Background: an optimization exercise with open tools, aiming at a short achievable clock period and few clock cycles. Do not read the settings as production practice. The RTL was checked by simulation tests, not by an equivalence proof against the original design.

--- constraint.sdc ---
create_clock -name core_clock -period 18.0 [get_ports {clk}]
set_input_delay 3.6000 -clock core_clock [delete_from_list [all_inputs] [get_ports {clk}]]
set_output_delay 3.6000 -clock core_clock [all_outputs]
set_load 0.01 [all_outputs]
--- design.v ---
module chisel_engine (
    input  wire        clk,
    input  wire        rst,
    output wire        imem_en,
    output wire [11:0] imem_addr,
    input  wire [31:0] imem_rdata,
    output wire        dmem_en,
    output wire        dmem_we,
    output wire [3:0]  dmem_be,
    output wire [10:0] dmem_addr,
    output wire [31:0] dmem_wdata,
    input  wire [31:0] dmem_rdata,
    output wire        io_req,
    output wire        io_we,
    output wire        io_wait,
    output wire [11:0] io_addr,
    output wire [31:0] io_wdata,
    input  wire        io_ack,
    input  wire [31:0] io_rdata,
    output wire        halted,
    output wire        ill_op
);
    localparam S_FETCH = 3'd0;
    localparam S_EXEC  = 3'd1;
    localparam S_LOAD  = 3'd2;
    localparam S_IO    = 3'd3;
    localparam S_HALT  = 3'd4;
    reg [2:0]  state;
    reg [11:0] pc;
    reg [11:0] npc;
    reg        ill_q;
    reg [31:0] regs [1:31];
    reg        fz, fc, fn_, fv;
    localparam QD = 4;
    reg        q_vld  [0:QD-1];
    reg [2:0]  q_cnt  [0:QD-1];
    reg [4:0]  q_reg  [0:QD-1];
    reg [31:0] q_val  [0:QD-1];
    reg [3:0]  q_fmsk [0:QD-1];    
    reg [3:0]  q_fval [0:QD-1];
    wire head_ready = q_vld[0] && (q_cnt[0] == 3'd0);
    reg [2:0] tail_cnt;
    reg [1:0] q_num;              
    integer k;
    always @(*) begin
        tail_cnt = 3'd0;
        q_num    = 2'd0;
        for (k = 0; k < QD; k = k + 1)
            if (q_vld[k]) begin
                tail_cnt = q_cnt[k];
                q_num    = k[1:0] + 2'd1;
            end
    end
    wire [31:0] ir   = imem_rdata;
    wire [5:0]  op   = ir[31:26];
    wire [4:0]  rd_i = ir[25:21];
    wire [4:0]  ra_i = ir[20:16];
    wire [4:0]  rb_i = ir[15:11];
    wire [10:0] fnc  = ir[10:0];
    wire [15:0] imm  = ir[15:0];
    wire [31:0] simm = {{16{imm[15]}}, imm};
    wire [31:0] zimm = {16'd0, imm};
    wire [31:0] ra = (ra_i == 5'd0) ? 32'd0 : regs[ra_i];
    wire [31:0] rb = (rb_i == 5'd0) ? 32'd0 : regs[rb_i];
    wire [31:0] rd = (rd_i == 5'd0) ? 32'd0 : regs[rd_i];
    reg [31:0] add_b;
    reg        add_cin;
    always @(*) begin
        add_b   = rb;
        add_cin = 1'b0;
        if (op == 6'h01) begin
            case (fnc)
                11'h001: begin add_b = rb;  add_cin = fc;   end
                11'h002: begin add_b = ~rb; add_cin = 1'b1; end
                11'h003: begin add_b = ~rb; add_cin = fc;   end
                11'h004: begin add_b = ~rb; add_cin = 1'b1; end
                default: begin add_b = rb;  add_cin = 1'b0; end
            endcase
        end else if (op == 6'h08) begin
            add_b = simm; add_cin = 1'b0;
        end else begin
            add_b = ~simm; add_cin = 1'b1;
        end
    end
    wire [32:0] add_sum = {1'b0, ra} + {1'b0, add_b} + {32'd0, add_cin};
    wire [31:0] add_r   = add_sum[31:0];
    wire        add_c   = add_sum[32];
    wire        add_v   = (ra[31] ^ add_r[31]) & (add_b[31] ^ add_r[31]);
    function [31:0] do_shift(input [1:0] kind, input [31:0] x, input [4:0] s);
        begin
            case (kind)
                2'd0: do_shift = x << s;
                2'd1: do_shift = x >> s;
                2'd2: do_shift = $signed(x) >>> s;
                default: do_shift = (x >> s) | (x << (6'd32 - {1'b0, s}));
            endcase
        end
    endfunction
    wire        mul_signed = (fnc == 11'h019);
    wire signed [32:0] mul_a = {mul_signed & ra[31], ra};
    wire signed [32:0] mul_b = {mul_signed & rb[31], rb};
    wire signed [65:0] mul_p = mul_a * mul_b;
    function [31:0] crc_byte(input [2:0] poly, input [31:0] st_in, input [7:0] b);
        reg [31:0] st;
        integer i;
        begin
            st = st_in;
            case (poly)
                3'd0, 3'd1, 3'd2: begin
                    st = st ^ {24'd0, b};
                    for (i = 0; i < 8; i = i + 1) begin
                        if (st[0]) begin
                            case (poly)
                                3'd0:    st = (st >> 1) ^ 32'hEDB88320;
                                3'd1:    st = (st >> 1) ^ 32'h82F63B78;
                                default: st = (st >> 1) ^ 32'h0000A001;
                            endcase
                        end else begin
                            st = st >> 1;
                        end
                    end
                end
                3'd3: begin
                    st = st ^ {16'd0, b, 8'd0};
                    for (i = 0; i < 8; i = i + 1)
                        st = st[15] ? (((st << 1) ^ 32'h1021) & 32'hFFFF) : ((st << 1) & 32'hFFFF);
                end
                default: begin
                    st = st ^ {24'd0, b};
                    for (i = 0; i < 8; i = i + 1)
                        st = st[7] ? (((st << 1) ^ ((poly == 3'd4) ? 32'h1D : 32'h07)) & 32'hFF)
                                   : ((st << 1) & 32'hFF);
                end
            endcase
            crc_byte = st;
        end
    endfunction
    reg [31:0] crc_r;
    reg [31:0] crc_st;
    integer j;
    always @(*) begin
        case (fnc[10:8])
            3'd0, 3'd1: crc_st = ra;
            3'd2, 3'd3: crc_st = ra & 32'h0000FFFF;
            default:    crc_st = ra & 32'h000000FF;
        endcase
        for (j = 0; j < 4; j = j + 1)
            if (j <= fnc[1:0])
                crc_st = crc_byte(fnc[10:8], crc_st, rb[8*j +: 8]);
        crc_r = crc_st;
    end
    wire [4:0]  bf_w1   = fnc[9:5];
    wire [32:0] bf_m33  = (33'd1 << ({1'b0, bf_w1} + 6'd1)) - 33'd1;
    wire [31:0] bf_mask = bf_m33[31:0];
    wire [4:0]  bfx_pos = (op == 6'h05) ? rb[4:0] : fnc[4:0];
    wire [4:0]  bfi_pos = fnc[10] ? rb[4:0] : fnc[4:0];
    wire [31:0] bfx_raw = (ra >> bfx_pos) & bf_mask;
    wire        bfx_sgn = fnc[10] & bfx_raw[bf_w1];
    wire [31:0] bfx_r   = bfx_sgn ? (bfx_raw | ~bf_mask) : bfx_raw;
    wire [31:0] bfi_r   = (rd & ~(bf_mask << bfi_pos)) | ((ra & bf_mask) << bfi_pos);
    reg cond_t;
    always @(*) begin
        case (ir[24:22])
            3'd0: cond_t = 1'b1;
            3'd1: cond_t = fz;
            3'd2: cond_t = fc;
            3'd3: cond_t = fn_;
            3'd4: cond_t = fv;
            3'd5: cond_t = fc & ~fz;
            3'd6: cond_t = (fn_ == fv);
            default: cond_t = ~fz & (fn_ == fv);
        endcase
    end
    wire br_taken = cond_t ^ ir[25];
    localparam K_NONE  = 3'd0;    
    localparam K_ALU   = 3'd1;    
    localparam K_LOAD  = 3'd2;
    localparam K_STORE = 3'd3;
    localparam K_IO    = 3'd4;
    localparam K_HALT  = 3'd5;
    localparam K_MUL   = 3'd6;    
    reg [2:0]  kind;
    reg        ill;
    reg        wr_reg;            
    reg [4:0]  res_reg;
    reg [31:0] res_val;
    reg [3:0]  res_fmsk;
    reg [3:0]  res_fval;
    reg        xfer;
    reg [11:0] xfer_tgt;
    wire [31:0] logic_and  = ra & rb;
    wire [11:0] link_addr  = pc + 12'd2;
    always @(*) begin
        kind     = K_NONE;
        ill      = 1'b0;
        wr_reg   = 1'b0;
        res_reg  = rd_i;
        res_val  = 32'd0;
        res_fmsk = 4'b0000;
        res_fval = 4'b0000;
        xfer     = 1'b0;
        xfer_tgt = ra[11:0];
        case (op)
            6'h00: begin
                case (fnc)
                    11'h000: ;
                    11'h010: kind = K_HALT;
                    11'h050: xfer = 1'b1;
                    11'h051: begin
                        xfer = 1'b1; kind = K_ALU; wr_reg = 1'b1;
                        res_val = {20'd0, link_addr};
                    end
                    default: ill = 1'b1;
                endcase
            end
            6'h01: begin
                case (fnc)
                    11'h000, 11'h001, 11'h002, 11'h003, 11'h004: begin
                        kind = K_ALU; wr_reg = (fnc != 11'h004);
                        res_val = add_r;
                        res_fmsk = 4'b1111;
                        res_fval = {add_r == 32'd0, add_c, add_r[31], add_v};
                    end
                    11'h008, 11'h009, 11'h00A, 11'h00B, 11'h00C: begin
                        kind = K_ALU; wr_reg = (fnc != 11'h00C);
                        case (fnc)
                            11'h009: res_val = ra | rb;
                            11'h00A: res_val = ra ^ rb;
                            11'h00B: res_val = ra & ~rb;
                            default: res_val = logic_and;
                        endcase
                        res_fmsk = 4'b1010;
                        res_fval = {res_val == 32'd0, 1'b0, res_val[31], 1'b0};
                    end
                    11'h010, 11'h011, 11'h012, 11'h013: begin
                        kind = K_ALU; wr_reg = 1'b1;
                        res_val = do_shift(fnc[1:0], ra, rb[4:0]);
                        res_fmsk = 4'b1010;
                        res_fval = {res_val == 32'd0, 1'b0, res_val[31], 1'b0};
                    end
                    11'h018: begin kind = K_MUL; wr_reg = 1'b1; res_val = mul_p[31:0];  end
                    11'h019, 11'h01A: begin
                        kind = K_MUL; wr_reg = 1'b1; res_val = mul_p[63:32];
                    end
                    default: ill = 1'b1;
                endcase
            end
            6'h02: begin
                if (fnc[10:8] > 3'd5) ill = 1'b1;
                else begin kind = K_ALU; wr_reg = 1'b1; res_val = crc_r; end
            end
            6'h03, 6'h05: begin kind = K_ALU; wr_reg = 1'b1; res_val = bfx_r; end
            6'h04:        begin kind = K_ALU; wr_reg = 1'b1; res_val = bfi_r; end
            6'h08, 6'h09, 6'h0A: begin
                kind = K_ALU; wr_reg = (op != 6'h0A);
                res_val = add_r;
                res_fmsk = 4'b1111;
                res_fval = {add_r == 32'd0, add_c, add_r[31], add_v};
            end
            6'h0C, 6'h0D, 6'h0E, 6'h0F: begin
                kind = K_ALU; wr_reg = (op != 6'h0F);
                case (op)
                    6'h0D:   res_val = ra | zimm;
                    6'h0E:   res_val = ra ^ zimm;
                    default: res_val = ra & zimm;
                endcase
                res_fmsk = 4'b1010;
                res_fval = {res_val == 32'd0, 1'b0, res_val[31], 1'b0};
            end
            6'h10: begin kind = K_ALU; wr_reg = 1'b1; res_val = {imm, 16'd0}; end
            6'h11, 6'h12, 6'h13, 6'h14: begin
                kind = K_ALU; wr_reg = 1'b1;
                res_val = do_shift(op[1:0] - 2'd1, ra, imm[4:0]);
                res_fmsk = 4'b1010;
                res_fval = {res_val == 32'd0, 1'b0, res_val[31], 1'b0};
            end
            6'h18, 6'h19, 6'h1A, 6'h1B, 6'h1C: kind = K_LOAD;
            6'h1D, 6'h1E, 6'h1F:               kind = K_STORE;
            6'h20: begin
                if (br_taken) begin
                    xfer = 1'b1;
                    xfer_tgt = pc + ir[11:0];
                    if (ir[21]) begin
                        kind = K_ALU; wr_reg = 1'b1; res_reg = 5'd31;
                        res_val = {20'd0, link_addr};
                    end
                end
            end
            6'h30: begin
                if (ir[3]) ill = 1'b1;
                else kind = K_IO;
            end
            default: ill = 1'b1;
        endcase
    end
    wire [12:0] ea = ra[12:0] + imm[12:0];
    reg  [12:0] ea_q;
    reg  [5:0]  op_q;
    reg  [4:0]  rd_q;
    reg [3:0]  st_be;
    reg [31:0] st_data;
    always @(*) begin
        case (op)
            6'h1D:   begin st_be = 4'b1111;                  st_data = rd;              end
            6'h1E:   begin st_be = ea[1] ? 4'b1100 : 4'b0011; st_data = {2{rd[15:0]}}; end
            default: begin st_be = 4'b0001 << ea[1:0];       st_data = {4{rd[7:0]}};   end
        endcase
    end
    reg [31:0] ld_val;
    reg [15:0] ld_h;
    reg [7:0]  ld_b;
    always @(*) begin
        ld_h = ea_q[1] ? dmem_rdata[31:16] : dmem_rdata[15:0];
        ld_b = dmem_rdata[8*ea_q[1:0] +: 8];
        case (op_q)
            6'h18:   ld_val = dmem_rdata;
            6'h19:   ld_val = {16'd0, ld_h};
            6'h1A:   ld_val = {{16{ld_h[15]}}, ld_h};
            6'h1B:   ld_val = {24'd0, ld_b};
            default: ld_val = {{24{ld_b[7]}}, ld_b};
        endcase
    end
    wire exec_now = (state == S_EXEC) && !head_ready;
    assign imem_en   = (state == S_FETCH);
    assign imem_addr = pc;
    assign dmem_en    = exec_now && (kind == K_LOAD || kind == K_STORE);
    assign dmem_we    = exec_now && (kind == K_STORE);
    assign dmem_be    = st_be;
    assign dmem_addr  = ea[12:2];
    assign dmem_wdata = st_data;
    reg        io_req_q;
    reg        io_we_q;
    reg        io_wait_q;
    reg [11:0] io_addr_q;
    reg [31:0] io_wdata_q;
    assign io_req   = io_req_q;
    assign io_we    = io_we_q;
    assign io_wait  = io_wait_q;
    assign io_addr  = io_addr_q;
    assign io_wdata = io_wdata_q;
    assign halted = (state == S_HALT);
    assign ill_op = ill_q;
    reg        complete;
    reg        enq;
    reg [2:0]  enq_d;
    reg        enq_wr;
    reg [4:0]  enq_reg;
    reg [31:0] enq_val;
    reg [3:0]  enq_fmsk;
    reg [3:0]  enq_fval;
    always @(*) begin
        complete = 1'b0;
        enq      = 1'b0;
        enq_d    = 3'd2;
        enq_wr   = wr_reg;
        enq_reg  = res_reg;
        enq_val  = res_val;
        enq_fmsk = res_fmsk;
        enq_fval = res_fval;
        if (exec_now) begin
            case (kind)
                K_ALU:   begin complete = 1'b1; enq = 1'b1; enq_d = 3'd2; end
                K_MUL:   begin complete = 1'b1; enq = 1'b1; enq_d = 3'd4; end
                K_LOAD, K_IO, K_HALT: ;
                default: complete = 1'b1;
            endcase
        end else if (state == S_LOAD) begin
            complete = 1'b1; enq = 1'b1; enq_d = 3'd3;
            enq_wr = 1'b1; enq_reg = rd_q; enq_val = ld_val;
            enq_fmsk = 4'b0000;
        end else if (state == S_IO && io_ack) begin
            complete = 1'b1;
            enq = !io_we_q; enq_d = 3'd4;
            enq_wr = 1'b1; enq_reg = rd_q; enq_val = io_rdata;
            enq_fmsk = 4'b0000;
        end
    end
    wire [2:0] enq_slot = ((tail_cnt > enq_d) ? tail_cnt : enq_d) - 3'd1;
    integer i;
    always @(posedge clk) begin
        if (rst) begin
            state    <= S_FETCH;
            pc       <= 12'd0;
            npc      <= 12'd1;
            ill_q    <= 1'b0;
            fz <= 1'b0; fc <= 1'b0; fn_ <= 1'b0; fv <= 1'b0;
            for (i = 1; i < 32; i = i + 1) regs[i] <= 32'd0;
            for (i = 0; i < QD; i = i + 1) begin
                q_vld[i] <= 1'b0;
                q_cnt[i] <= 3'd0;
                q_reg[i] <= 5'd0;
                q_val[i] <= 32'd0;
                q_fmsk[i] <= 4'd0;
                q_fval[i] <= 4'd0;
            end
            io_req_q   <= 1'b0;
            io_we_q    <= 1'b0;
            io_wait_q  <= 1'b0;
            io_addr_q  <= 12'd0;
            io_wdata_q <= 32'd0;
            ea_q <= 13'd0;
            op_q <= 6'd0;
            rd_q <= 5'd0;
        end else begin
            if ((state == S_FETCH || state == S_EXEC) && head_ready) begin
                if (q_reg[0] != 5'd0) regs[q_reg[0]] <= q_val[0];
                if (q_fmsk[0][3]) fz  <= q_fval[0][3];
                if (q_fmsk[0][2]) fc  <= q_fval[0][2];
                if (q_fmsk[0][1]) fn_ <= q_fval[0][1];
                if (q_fmsk[0][0]) fv  <= q_fval[0][0];
                for (i = 0; i < QD - 1; i = i + 1) begin
                    q_vld[i]  <= q_vld[i+1];
                    q_cnt[i]  <= q_cnt[i+1];
                    q_reg[i]  <= q_reg[i+1];
                    q_val[i]  <= q_val[i+1];
                    q_fmsk[i] <= q_fmsk[i+1];
                    q_fval[i] <= q_fval[i+1];
                end
                q_vld[QD-1] <= 1'b0;
            end
            if (complete) begin
                for (i = 0; i < QD; i = i + 1)
                    if (q_vld[i]) q_cnt[i] <= q_cnt[i] - 3'd1;
                if (enq) begin
                    q_vld[q_num]  <= 1'b1;
                    q_cnt[q_num]  <= enq_slot;
                    q_reg[q_num]  <= enq_wr ? enq_reg : 5'd0;
                    q_val[q_num]  <= enq_val;
                    q_fmsk[q_num] <= enq_fmsk;
                    q_fval[q_num] <= enq_fval;
                end
                pc  <= npc;
                npc <= xfer ? xfer_tgt : npc + 12'd1;
            end
            if (exec_now && ill) ill_q <= 1'b1;
            case (state)
                S_FETCH: state <= S_EXEC;
                S_EXEC: begin
                    if (!head_ready) begin
                        ea_q <= ea;
                        op_q <= op;
                        rd_q <= rd_i;
                        case (kind)
                            K_LOAD: state <= S_LOAD;
                            K_IO: begin
                                state      <= S_IO;
                                io_req_q   <= 1'b1;
                                io_we_q    <= ir[1];
                                io_wait_q  <= ir[0];
                                io_addr_q  <= ir[2] ? (ir[15:4] + ra[11:0]) : ir[15:4];
                                io_wdata_q <= rd;
                            end
                            K_HALT:  state <= S_HALT;
                            default: state <= S_FETCH;
                        endcase
                    end
                end
                S_LOAD: state <= S_FETCH;
                S_IO: begin
                    if (io_ack) begin
                        io_req_q <= 1'b0;
                        state    <= S_FETCH;
                    end
                end
                default: state <= S_HALT;
            endcase
        end
    end
endmodule
--- run.sh ---
#!/bin/bash
# synth_recipe.tcl (not shown) runs the flow's synth.tcl, then flattens the netlist and writes it again
# the make line also repeats each setting of config.mk as NAME=value (left out here)
make -C /OpenROAD-flow-scripts/flow DESIGN_CONFIG=/design/flow/config.mk WORK_HOME=/design/flow/orfs CLKGATE_MAP_FILE= SYNTH_SCRIPT=/design/flow/synth_recipe.tcl finish
--- config.mk ---
export PLATFORM = sky130hd
export DESIGN_NAME = chisel_engine
export DESIGN_NICKNAME = chisel_engine
export VERILOG_FILES = /design/flow/design.v
export SDC_FILE = /design/flow/constraint.sdc
export NUM_CORES = 8
export LEC_CHECK = 0
export CAP_MARGIN = 20
export CORE_MARGIN = 2
export CORE_UTILIZATION = 25
export SLEW_MARGIN = 20
==> summary.md <==
| Metric | Value |
|---|---|
| TritonCTS buffer count | 139 |
| Post-CTS sizing | 0 |
| Vias post-DR | between 100k and 150k |
| Worst slew margin | between 8 and 9% |
| Die span in y | a little under 800 um |
| Simple-gate portion of the synthesized area | 15.9% |
| Yosys cell types | about 130 |
| Initial DRC count | 21,900 |
| Setup_tns | 0 ns |
| RSZ-0062 raised after global routing | no |
| Post-Route WL | ~830,000 um |
| CP max stage delay | between 0.9 and 1 ns |
| Compound-Gate Fraction of Synth Area | roughly an eighth |
| CTS clk-pin slew, worst paths | 0.06 ns |
| Final Max Tran Viols | 0 |
| Most frequent cells after synthesis | nand2_1 (2,112), nor2_1 (1,237), edfxtp_1 (1,188), inv_1 (1,161), fa_1 (1,130) |
| Synthesized area | 153,000 um^2 |
| Fin cells | between 20,000 and 25,000 |
| Biggest regs | regs: 1024 flops, q_val: 128 flops, io_wdata_q: 32 flops |
| Fill count | between 60,000 and 70,000 |
| Top cell by count, worst path | o21ai_0 |
| Routed wire per std cell | around 34 um |
| Fin crit period | 17.31 ns |
| CTS tree | yes |
| Largest register FFs | 1,024 |
| Largest family of logic cells by synthesized area | adder cells |
| CP Data Arrival Time | around 18 ns |
| Seq. cell area | around 38,000 um^2 |
| Postcts setup bufs | 0 |
| Std-Cell Rows | around 290 |
| Yosys warnings | 2 |
| Final setup viols | 0 |
| Worst Hold Class | register to register |
| Worst-margin pin slew | approximately 1.4 ns |
| Adder-cell share of the synthesized area | between 15 and 20% |
| Max Fclk | just under 0.06 GHz |
| Clock Skews | 0.103 ns |
| Syn avg cell area | around 9.5 um^2 |
| Hold_buf cts | 0 |
| Period utilization | just under 100% |
| Clock sink count | approximately 1,300 |
| Xor/xnor share of the synthesized area | 5.76% |
| DRC | 0 |
| Mux share of post-synthesis cell area | 15.8% |
| Fin. Hold Viols | 0 |
| Die span in x | just under 800 um |
| Clock latency (worst-skew pair) | 0.85 ns |
| First-pass detailed-route iteration total | 6 |
| Via/cell ratio | ~5.8 |
| Startpoint types | input pin |
| Initial antenna violation count | around 110 |
| Nets | between 15,000 and 20,000 |
| Area delta synth->final | 14.1% |
| Synth top area cells | edfxtp_1 (23%), fa_1 (15%), mux4_2 (13%) |
| Synthesized flop and latch total | roughly 1,300 |
| First-pass GRT wire length | 1,130,000 um |
| Status | complete, no violations |
| Core area | around 610,000 um^2 |
| HPWL Detailed | around 620,000 um |
| Initial Util | about a quarter |
| Max Cap Viol | 0 |
| Crit Path Max Fanout | 36 |
| Crit path required time | ~18 ns |
| Critical path class | input pin to register |
| Slowest library cell on the worst path | a21oi_4 |
| Largest net degree at the start of global routing | 109 |
| Routed Antenna Nets | 0 |
| Post-route cell area | roughly 170,000 um^2 |
| Synth Instances | roughly 16,000 |
| Max Buffers Root-to-Sink | 4 |
| Share of the synthesized area in the top cell type | between 20% and 30% |
| Fraction of registers with async set/reset | 0% |
| Post-synth top flop | edfxtp_1 |
| Cell chosen for the clock root | clkbuf_16 |
| H-tree Lvls | 4 |
| Total grt overflow | 0 |
| Multi-input logic area | between 100,000 and 150,000 um^2 |
| Placer Congestion | around 1.1 |
| Vias in the first global route | between 100k and 150k |
| Global-route usage over all layers | between 20% and 30% |
| Io pins | between 200 and 250 |
| Cell with the most instances after synthesis | nand2_1 |
| Dpl cells | approximately 24,000 |
| # port buffers | between 200 and 250 |
| Register area share after synthesis | about a quarter |
| Layout cells sized above 1 | approximately 16% |
| Post-synth EDFFs | 1,188 |
| Placement-stage cell area | approximately 170,000 um^2 |
| Top reg by flops | regs |
| Nature of the critical path endpoint | register |
| Die ar. | around 620,000 um^2 |
| Library cell with the largest summed area after synthesis | edfxtp_1 |
-- worst max-delay path: cells and delay by family --
family | cells | cell delay (ns)
multiplexers | 2 | 0.57
XOR/XNOR | 1 | 0.19
AO/OA/AOI/OAI | 23 | 6.54
buffers and inverters | 10 | 2.84
AND/OR/NAND/NOR | 5 | 0.62
adder cells (fa/ha/maj) | 9 | 3.15
-- per-layer routing --
layer / track usage [%] / share of wire [%]
met1: 33.0 / 37
met2: 37.2 / 41
met3: 8.84 / 13
met4: 17.8 / 8.3
met5: 0 / 0.047
-- worst paths after layout --
kind | from | to | slack, ns | cells past startpoint
max reg2reg | regs[15][9]$_SDFFCE_PN0P_ | q_val[2][21]$_DFFE_PP_ | 3.81 | 52
min | op_q[4]$_SDFFE_PP0P_ | op_q[4]$_SDFFE_PP0P_ | 0.46 | 2
min reg2reg | op_q[4]$_SDFFE_PP0P_ | op_q[4]$_SDFFE_PP0P_ | 0.46 | 2
max | imem_rdata[12] | q_val[2][21]$_DFFE_PP_ | 0.69 | 50
-- final cells by class --
cell class	instances	area share, %
tap	8092	5.81
multi-input combinational	12200	60.8
inverter	1208	2.60
sequential	1304	21.8
clock inverter	64	0.408
antenna	71	0.102
clock buffer	170	2.13
timing repair buffer	1323	6.39
-- layout by cell type, fill, tap and decap left out, drive strengths merged, types with 177 or more instances in the layout --
cell	synthesis	final
o21ai	807	807
nor3	177	177
and2	1060	1060
clkdlybuf4s50	0	183
edfxtp	1188	1188
buf	364	1139
xnor2	730	730
nand2	2116	2116
a21oi	901	901
nand3	189	189
mux4	853	853
inv	1177	1181
nor2	1243	1243
mux2i	386	386
fa	1130	1130
ha	381	381
-- cell families (layout without fill, tap and decap cells) --
| logic type | count (synthesis) | count (layout) |
|---|---|---|
| adder cells (fa/ha/maj) | 1511 | 1511 |
| AND/OR/NAND/NOR | 5252 | 5252 |
| XOR/XNOR | 925 | 925 |
| AO/OA/AOI/OAI | 3125 | 3125 |
| multiplexers | 1332 | 1332 |
| flip-flops | 1304 | 1304 |
| buffers and inverters | 2564 | 2765 |
| other | 2 | 104 |
-- metrics by stage --
step	util, %	setup WS (ns)	hold WS [ns]
after global placement	27.7	0.0644	0.443
after global routing	28.6	0.224	0.476
after detailed placement	27.8	0.429	0.449
after floorplan	-	0.245	0.436
after CTS	28.5	1.10	0.457
final	28.6	0.691	0.458
Testbench counts, summed over its fixed seeds: cycles 45,352.

-- static timing again, ports no longer ideal --
The results above use ideal ports. As a check the final layout listed here was re-extracted and re-timed, cells and wires unchanged. Step 1: set_driving_cell puts a clkbuf_16 on clk and a buf_2 on each other input, an assumption about the parent block. Step 2 adds t to the input delays and takes it off the output delays; t is the mean of the earliest and latest rising clock arrival at the registers after step 1. Input paths then give back, and output paths get back, about the clock's delay inside the block. a / b / c = ideal / step 1 / step 2; a / b = the first two.
t (ns): 0.859
setup slack, ns: 0.691 / 0.701 / -0.158
hold slack, ns: 0.458 / 0.458 / 0.458
worst data-port slew with drivers (ns): 0.30
With both steps, setup timing fails in this run, where it was met with ideal ports. For this run, drivers alone change the setup slack by +0.010 ns; drivers and shift together by -0.849 ns.
